This is an optimization exercise on Yosys and OpenROAD, whose aim is small area, a short achievable clock period and few clock cycles per item, not a production implementation.
Only the layout flow was run in this run; the RTL was not checked for function there.
No activity file was given, so power comes from the tool's default toggle rates.

<file path="flow/design.v">
module cvu_contexts (
    input  wire        clk,
    input  wire        rst,
    input  wire        req_valid,
    output wire        req_ready,
    input  wire        req_write,
    input  wire [7:0]  req_waddr,
    input  wire [31:0] req_wdata,
    input  wire [3:0]  req_be,
    output wire        rsp_valid,
    output wire [31:0] rsp_rdata
);
    localparam [2:0] R_CFG    = 3'd0;
    localparam [2:0] R_CMD    = 3'd1;
    localparam [2:0] R_FEED   = 3'd2;
    localparam [2:0] R_STATE  = 3'd3;
    localparam [2:0] R_RESULT = 3'd4;
    localparam [2:0] R_COUNT  = 3'd5;
    localparam [1:0] ALG_CRC32  = 2'd1;
    localparam [1:0] ALG_CRC16  = 2'd2;
    function [31:0] crc_byte;
        input [31:0] s_in;
        input [7:0]  x;
        input [1:0]  alg;
        reg   [31:0] s;
        reg   [15:0] h;
        integer i;
        begin
            if (alg == ALG_CRC16) begin
                h = s_in[15:0] ^ {x, 8'h00};
                for (i = 0; i < 8; i = i + 1)
                    h = h[15] ? ((h << 1) ^ 16'h1021) : (h << 1);
                crc_byte = {16'h0000, h};
            end else begin
                s = s_in ^ {24'h000000, x};
                for (i = 0; i < 8; i = i + 1)
                    s = s[0] ? ((s >> 1) ^ ((alg == ALG_CRC32) ? 32'hEDB88320 : 32'h82F63B78))
                             : (s >> 1);
                crc_byte = s;
            end
        end
    endfunction
    function [31:0] crc_two;
        input [31:0] s_in;
        input [7:0]  b0;
        input        e0;
        input [7:0]  b1;
        input        e1;
        input [1:0]  alg;
        reg   [31:0] t;
        begin
            t = e0 ? crc_byte(s_in, b0, alg) : s_in;
            crc_two = e1 ? crc_byte(t, b1, alg) : t;
        end
    endfunction
    reg        stall_q;
    reg        a_v;
    reg        a_wr;
    reg        a_ctxacc;
    reg        a_dg;
    reg [3:0]  a_ctx;
    reg [2:0]  a_reg;
    reg [31:0] a_wd;
    reg [3:0]  a_be;
    reg [5:0]  dg_q;
    wire acc = req_valid & ~stall_q;
    wire       in_ctxacc = req_waddr[7] ^ req_waddr[6];
    wire [3:0] in_ctx    = {req_waddr[7], req_waddr[5:3]};
    wire [2:0] in_reg    = req_waddr[2:0];
    wire in_needsc = in_ctxacc &&
                     (req_write ? (in_reg == R_FEED)
                                : (in_reg == R_STATE || in_reg == R_RESULT || in_reg == R_COUNT));
    wire a_feed = a_v && a_wr && a_ctxacc && (a_reg == R_FEED);
    always @(posedge clk) begin
        if (rst) begin
            stall_q <= 1'b0;
            a_v     <= 1'b0;
        end else begin
            stall_q <= acc && a_feed && in_needsc && (in_ctx == a_ctx);
            if (!stall_q)
                a_v <= req_valid;
        end
        if (acc) begin
            a_wr     <= req_write;
            a_ctxacc <= in_ctxacc;
            a_dg     <= (req_waddr == 8'h01);
            a_ctx    <= in_ctx;
            a_reg    <= in_reg;
            a_wd     <= req_wdata;
            a_be     <= req_be;
        end
    end
    always @(posedge clk) begin
        if (rst)
            dg_q <= 6'h0;
        else if (a_v && !stall_q && a_wr && a_dg)
            dg_q <= a_wd[5:0];
    end
    wire [16*32-1:0] s_all;
    wire [16*32-1:0] cnt_all;
    wire [16*2-1:0]  alg_all;
    wire [15:0]      swap_all;
    reg        r_v;
    reg [3:0]  r_ctx;
    reg        r_feed, r_cfgw, r_init, r_stw, r_cntw, r_rd;
    reg [2:0]  r_rsel;           
    reg [31:0] r_wd;             
    reg [3:0]  r_be;
    reg [31:0] r_s;
    reg [31:0] r_cnt;
    reg [1:0]  r_alg;
    reg        r_swap;
    reg        x_v;
    reg [3:0]  x_ctx;
    reg        x_feed, x_ws, x_wc, x_wcfg;
    reg [31:0] x_data;           
    reg [31:0] x_cnt;
    reg [1:0]  x_alg;
    reg        x_swap;
    reg [7:0]  x_b2, x_b3;
    reg        x_e2, x_e3;
    wire [31:0] x_s_fin = x_feed ? crc_two(x_data, x_b2, x_e2, x_b3, x_e3, x_alg) : x_data;
    wire        r_16 = (r_alg == ALG_CRC16);
    wire [7:0]  ob0 = r_swap ? r_wd[31:24] : r_wd[7:0];
    wire [7:0]  ob1 = r_swap ? r_wd[23:16] : r_wd[15:8];
    wire [7:0]  ob2 = r_swap ? r_wd[15:8]  : r_wd[23:16];
    wire [7:0]  ob3 = r_swap ? r_wd[7:0]   : r_wd[31:24];
    wire        oe0 = r_swap ? r_be[3] : r_be[0];
    wire        oe1 = r_swap ? r_be[2] : r_be[1];
    wire        oe2 = r_swap ? r_be[1] : r_be[2];
    wire        oe3 = r_swap ? r_be[0] : r_be[3];
    wire [2:0]  r_nb = {2'b00, r_be[0]} + {2'b00, r_be[1]} + {2'b00, r_be[2]} + {2'b00, r_be[3]};
    wire [31:0] r_s_two = crc_two(r_s, ob0, oe0, ob1, oe1, r_alg);
    wire [31:0] r_s_simple = r_init ? (r_16 ? 32'h0000FFFF : 32'hFFFFFFFF)
                                    : (r_16 ? {16'h0, r_wd[15:0]} : r_wd);
    wire [31:0] r_cnt_simple = r_init ? 32'h0 : r_wd;
    reg [31:0] r_rdata;
    always @(*) begin
        case (r_rsel)
            R_CFG:    r_rdata = {27'h0, r_swap, 2'b00, r_alg};
            R_STATE:  r_rdata = r_16 ? {16'h0, r_s[15:0]} : r_s;
            R_RESULT: r_rdata = r_16 ? {16'h0, r_s[15:0]} : ~r_s;
            R_COUNT:  r_rdata = r_cnt;
            3'd6:     r_rdata = r_wd;
            default:  r_rdata = 32'h0;
        endcase
    end
    wire hit_r = r_v && (r_ctx == a_ctx);
    wire hit_x = x_v && (x_ctx == a_ctx);
    wire [31:0] a_s = (hit_r && (r_init || r_stw)) ? r_s_simple :
                      (hit_x && x_ws)              ? x_s_fin    : s_all[32*a_ctx +: 32];
    wire [31:0] a_cnt = (hit_r && (r_init || r_cntw)) ? r_cnt_simple :
                        (hit_x && x_wc)               ? x_cnt        : cnt_all[32*a_ctx +: 32];
    wire [1:0]  a_alg = (hit_r && r_cfgw) ? r_wd[1:0] :
                        (hit_x && x_wcfg) ? x_alg     : alg_all[2*a_ctx +: 2];
    wire        a_swap = (hit_r && r_cfgw) ? r_wd[4] :
                         (hit_x && x_wcfg) ? x_swap  : swap_all[a_ctx];
    wire a_ok  = a_v && !stall_q;
    wire a_cw  = a_wr && a_ctxacc;
    always @(posedge clk) begin
        if (rst)
            r_v <= 1'b0;
        else
            r_v <= a_ok;
        r_ctx  <= a_ctx;
        r_feed <= a_cw && (a_reg == R_FEED);
        r_cfgw <= a_cw && (a_reg == R_CFG);
        r_init <= a_cw && (a_reg == R_CMD) && a_wd[0];
        r_stw  <= a_cw && (a_reg == R_STATE);
        r_cntw <= a_cw && (a_reg == R_COUNT);
        r_rd   <= !a_wr;
        r_rsel <= a_dg ? 3'd6 : a_ctxacc ? ((a_reg[2:1] == 2'b11) ? 3'd7 : a_reg) : 3'd7;
        r_wd   <= (a_dg && !a_wr) ? {26'h0, dg_q} : a_wd;
        r_be   <= a_be;
        r_s    <= a_s;
        r_cnt  <= a_cnt;
        r_alg  <= a_alg;
        r_swap <= a_swap;
    end
    always @(posedge clk) begin
        if (rst)
            x_v <= 1'b0;
        else
            x_v <= r_v;
        x_ctx  <= r_ctx;
        x_feed <= r_feed;
        x_ws   <= r_v && (r_feed || r_init || r_stw);
        x_wc   <= r_v && (r_feed || r_init || r_cntw);
        x_wcfg <= r_v && r_cfgw;
        x_data <= r_feed ? r_s_two : r_rd ? r_rdata : r_s_simple;
        x_cnt  <= r_feed ? r_cnt + {29'h0, r_nb} : r_cnt_simple;
        x_alg  <= r_cfgw ? r_wd[1:0] : r_alg;
        x_swap <= r_wd[4];
        x_b2   <= ob2;
        x_b3   <= ob3;
        x_e2   <= oe2;
        x_e3   <= oe3;
    end
    genvar c;
    generate
        for (c = 0; c < 16; c = c + 1) begin : g_ctx
            wire sel = x_v && (x_ctx == c);
            reg [31:0] s_q;
            reg [31:0] cnt_q;
            reg [1:0]  alg_q;
            reg        swap_q;
            assign s_all[32*c +: 32]   = s_q;
            assign cnt_all[32*c +: 32] = cnt_q;
            assign alg_all[2*c +: 2]   = alg_q;
            assign swap_all[c]         = swap_q;
            always @(posedge clk) begin
                if (rst) begin
                    s_q    <= 32'h0;
                    cnt_q  <= 32'h0;
                    alg_q  <= 2'd0;
                    swap_q <= 1'b0;
                end else if (sel) begin
                    if (x_ws)   s_q    <= x_s_fin;
                    if (x_wc)   cnt_q  <= x_cnt;
                    if (x_wcfg) begin
                        alg_q  <= x_alg;
                        swap_q <= x_swap;
                    end
                end
            end
        end
    endgenerate
    assign req_ready = ~stall_q;
    assign rsp_valid = x_v;
    assign rsp_rdata = x_data;
endmodule
</file>
<file path="flow/run.sh">
#!/bin/bash
# synth_recipe.tcl (not shown) runs the flow's synth.tcl, then flattens the netlist and writes it again
# the make line also repeats each setting of config.mk as NAME=value (left out here)
make -C /OpenROAD-flow-scripts/flow DESIGN_CONFIG=/design/flow/config.mk WORK_HOME=/design/flow/orfs CLKGATE_MAP_FILE= SYNTH_SCRIPT=/design/flow/synth_recipe.tcl finish
</file>
<file path="flow/config.mk">
export PLATFORM = sky130hd
export DESIGN_NAME = cvu_contexts
export DESIGN_NICKNAME = cvu_contexts
export VERILOG_FILES = /design/flow/design.v
export SDC_FILE = /design/flow/constraint.sdc
export NUM_CORES = 4
export LEC_CHECK = 0
export CAP_MARGIN = 20
export CORE_MARGIN = 2
export CORE_UTILIZATION = 45
export PLACE_DENSITY = 0.6
export SLEW_MARGIN = 20
</file>
<file path="flow/constraint.sdc">
create_clock -name core_clock -period 8.0 [get_ports {clk}]
set_input_delay 1.6000 -clock core_clock [delete_from_list [all_inputs] [get_ports {clk}]]
set_output_delay 1.6000 -clock core_clock [all_outputs]
set_load 0.01 [all_outputs]
</file>
==> results.txt <==
==> layout by cell type, fill, tap and decap left out, types with 33 or more instances in the layout <==
cell type        synthesis  routed
nand2_1               1682    1663
dfxtp_1               1291    1285
a21oi_1                908     908
nor2_1                 600     596
xnor2_1                373     370
mux4_2                 335     335
a211oi_1               289     288
o21ai_0                190     189
clkbuf_16                0     145
nand3_1                125     125
buf_4                    9     117
xor2_1                 113     113
clkdlybuf4s50_1          0      80
nor3_1                  81      78
xnor3_1                 70      70
mux2i_1                 68      66
a22oi_1                 62      62
mux2_2                  59      59
edfxtp_1                46      46
and2_1                  68      41
o22ai_1                 39      39
nand2b_1                38      37
inv_1                   33      33
==> synth_stat cells, drive strengths merged, types with 8 or more instances <==
cell type  count
o31ai         24
nand3b        19
clkbuf       625
a22oi         62
mux2          59
o21ai        202
xnor3         73
o221ai        17
xor2         118
a211oi       291
a21o           8
and4           9
nand2b        38
mux4         335
buf          114
edfxtp        46
nand2       1694
nor3          84
o21a          10
o22ai         39
mux2i         72
nor2b         19
and3          15
a311oi        19
inv           34
a21oi        920
xnor2        399
o211a          8
nand4          9
nor2         607
or2           10
dfxtp       1291
o211ai        21
nor4          10
and2          74
a31oi         16
nand3        125
a211o          8
a221oi        24
==> where the power goes <==
part,internal (uW),switching [uW]
sequential,6800,288
combinational,4090,5570
clock,3960,2940
==> final cells by class <==
cell class / instances / share of cell area [%]
diodes: 4 / 0.0134
clock buffers: 206 / 5.57
clock inverters: 53 / 1.04
inverters: 34 / 0.171
multi-input cells: 5543 / 50.7
flip-flops and latches: 1337 / 36.6
well taps: 2016 / 3.39
repair buffers: 208 / 2.53
==> per-layer routing <==
layer / track usage (%) / up-vias
met4: 13.1 / 14
met1: 42.7 / 27700
met2: 48.9 / 2791
li1: - / 25800
met5: 0 / -
met3: 6.00 / 631
==> logic make-up after synthesis <==
logic type | share of synthesized area [%]
and+or+nand+nor | 16.7
AOI/OAI and AO/OA | 15.6
DFF | 40.2
buffers and inverters | 4.45
xor gates and xnor gates | 9.73
muxes | 13.2
adders and majority gates | 0.140
==> per-stage QoR <==
step,utilization [%],setup WS [ps],cell area (um^2)
2_1_floorplan,-,3600,67800
3_3_place_gp,46.4,2110,69500
3_5_place_dp,46.5,2360,69500
4_1_cts,49.7,2350,74400
5_1_grt,49.8,1950,74400
6_report,49.8,2180,74500
==> worst max-delay path by stage <==
stage            from               end  slack, ps  depth (start not counted)
2_1_floorplan  r_swap        x_data[26]       3600                         15
3_3_place_gp     x_e2  g_ctx[13].s_q[3]       2110                         15
3_5_place_dp     x_e2  g_ctx[0].s_q[23]       2360                         14
4_1_cts          x_e2  g_ctx[0].s_q[23]       2350                         14
5_1_grt        r_swap         x_data[5]       1950                         13
6_report         x_e2           r_s[18]       2180                         15
==> impl_metrics.yaml <==
final_layout:
  fillers: 14000
  final_nets: 7321
  syn2layout_area_growth_pct: 9.89
  reg.largest.list: "g_ctx.cnt_q (512), g_ctx.s_q (512)"
  drive_gt1_share_pct: 12.7
  finalNonFillerCells: 9401
  multiInputGateArea_mm2: 0.0378
  ff_latch_area_mm2: 0.0272
clock_tree:
  cts-buffers-inserted: 144
  cts_resized: 0
  insertion_delay_ps: 800
  clk_pin_slew_ps: 60
  clock_path_buffers: 3
  htreeDepth: 4
  cts_sinks: 1337
  cts_hold_buffers: 0
  postCtsSetupRepairBufs: 0
  cts_root_buf: "clkbuf_16"
  tritoncts: "done"
worst_setup_path:
  ff2ff_path_depth: 15
  cp_top_family: "compound AO/OA/AOI/OAI gates"
  r2r-end: "r_s[18]"
  critPathCaptureType: "register"
  r2r-start: "x_e2"
  critPathMostFrequentCell: "buf_4"
  cp-start-kind: "register"
  worst_ep_arrival_time_ps: 6460
  cpPeakStageDelay_ps: 800
  crit_buf_inv: 3
  critPathSlowestCell: "a22oi_1"
  crit_path_max_fanout: 28
  worstPathCellList: "buf_4, inv_1, nor2_1, a22oi_1, mux2i_1, o41ai_2, nor2_2, buf_4, xnor3_2, xnor2_4, nand2_1, a21o_1, a31oi_2, a211o_1, o21ai_0"
  r2r_slack_ps: 2180
  crit_type: "register to register"
  cp.required_ps: 8640
power_and_ir_drop:
  static-leakage-power_uw: 0.0247
  p_total_uw: 23600
  p_per_area_mw_per_mm2: 317
  ir_worst_vdd_uv: 403
min_path:
  hold_depth: 0
  min_to: "r_be[2]"
  hp-class: "register to register"
  hp-start: "a_be[2]"
global_route:
  antenna_found_initial: 15
  track_usage_pct: 31.4
  overflow: 0
  first_global_vias: 53500
  grt_pass1_wl_um: 361000
  grt_max_degree: 202
timing:
  slew_viol_final: 0
  fin_crit_sh_pct: 72.7
  fmax_mhz: 172
  hold_viol: 0
  rsz0062_at_grt: "false"
  fin_worst_skew_ps: 47.0
  setup-violations-final: 0
  fin_tns_setup_ps: 0
  finalCriticalPeriod_ps: 5820
  slew_headroom_pct: 18.3
  tightest_slew_ps: 1220
  whs_ps: 345
floorplanning:
  core-area_mm2: 0.150
  dieArea_mm2: 0.154
  start_util_pct: 45.3
  die_w_um: 392
  die_height_um: 392
  rows: 142
  ios: 82
logic_synthesis:
  syn_inst: 7653
  postSynthAreaPerCell_um2: 8.85
  synth-edff-count: 46
  synth.area.top_cells: "dfxtp_1 (38%), mux4_2 (11%), nand2_1 (9.3%)"
  synth.distinct_cells: 109
  synth_top_area_cell: "dfxtp_1"
  yosys_warnings: 1
  syn_area_mm2: 0.0678
  synth_top_flop_cell: "dfxtp_1"
  ys_seq_area_share_pct: 40.2
  synth_nets: 7706
  async_reset_ff_share_pct: 0
  ys_ff_latch: 1337
  synth_top_cell_area_share_pct: 38.1
routing:
  antenna_left: 0
  drc: 0
  via_count: 56900
  dr_wl_met2_um: 111000
  highest_layer: "met5"
  viasPerCell: 6.05
  wl_met3_um: 22000
  dr.pass1.iters: 8
  drtIter0Drc: 6598
  routed_wl_um: 246000
  drt-met1-wl_um: 102000
  wl_per_cell_um: 26.2
place:
  dp_cells: 9138
  io_buffers: 81
  gp_congestion: 0.991
  place_hpwl_um: 155000
run_status:
  outcome: "no timing/DRC/antenna violations"
job:
  maxCapViolCount: 0

afterwards: timing with drivers on the ports:
In the flow no input, the clock included, has a driving cell. The finished layout below was timed again as built, in two steps. Step 1: set_driving_cell puts a clkbuf_16 on clk and a buf_2 on each other input, an assumption about the parent block. Step 2 moves the port delays by t, midway between the first and last clock arrival at a register: inputs arrive t later, outputs are due t later. That takes back most of the time a late clock gives input paths. a / b / c = no drivers / after step 1 / after step 2; a / b = the first two.
t (ns): 0.859
slack for setup (ns): 2.182 / 2.182 / 2.182
worst setup path at the end: register to register
slew at the worst register clock pin (ns): 0.07 / 0.07
After both steps setup and hold are still met in this run. For this run, drivers alone change the setup slack by 0.000 ns; drivers and shift together by 0.000 ns.
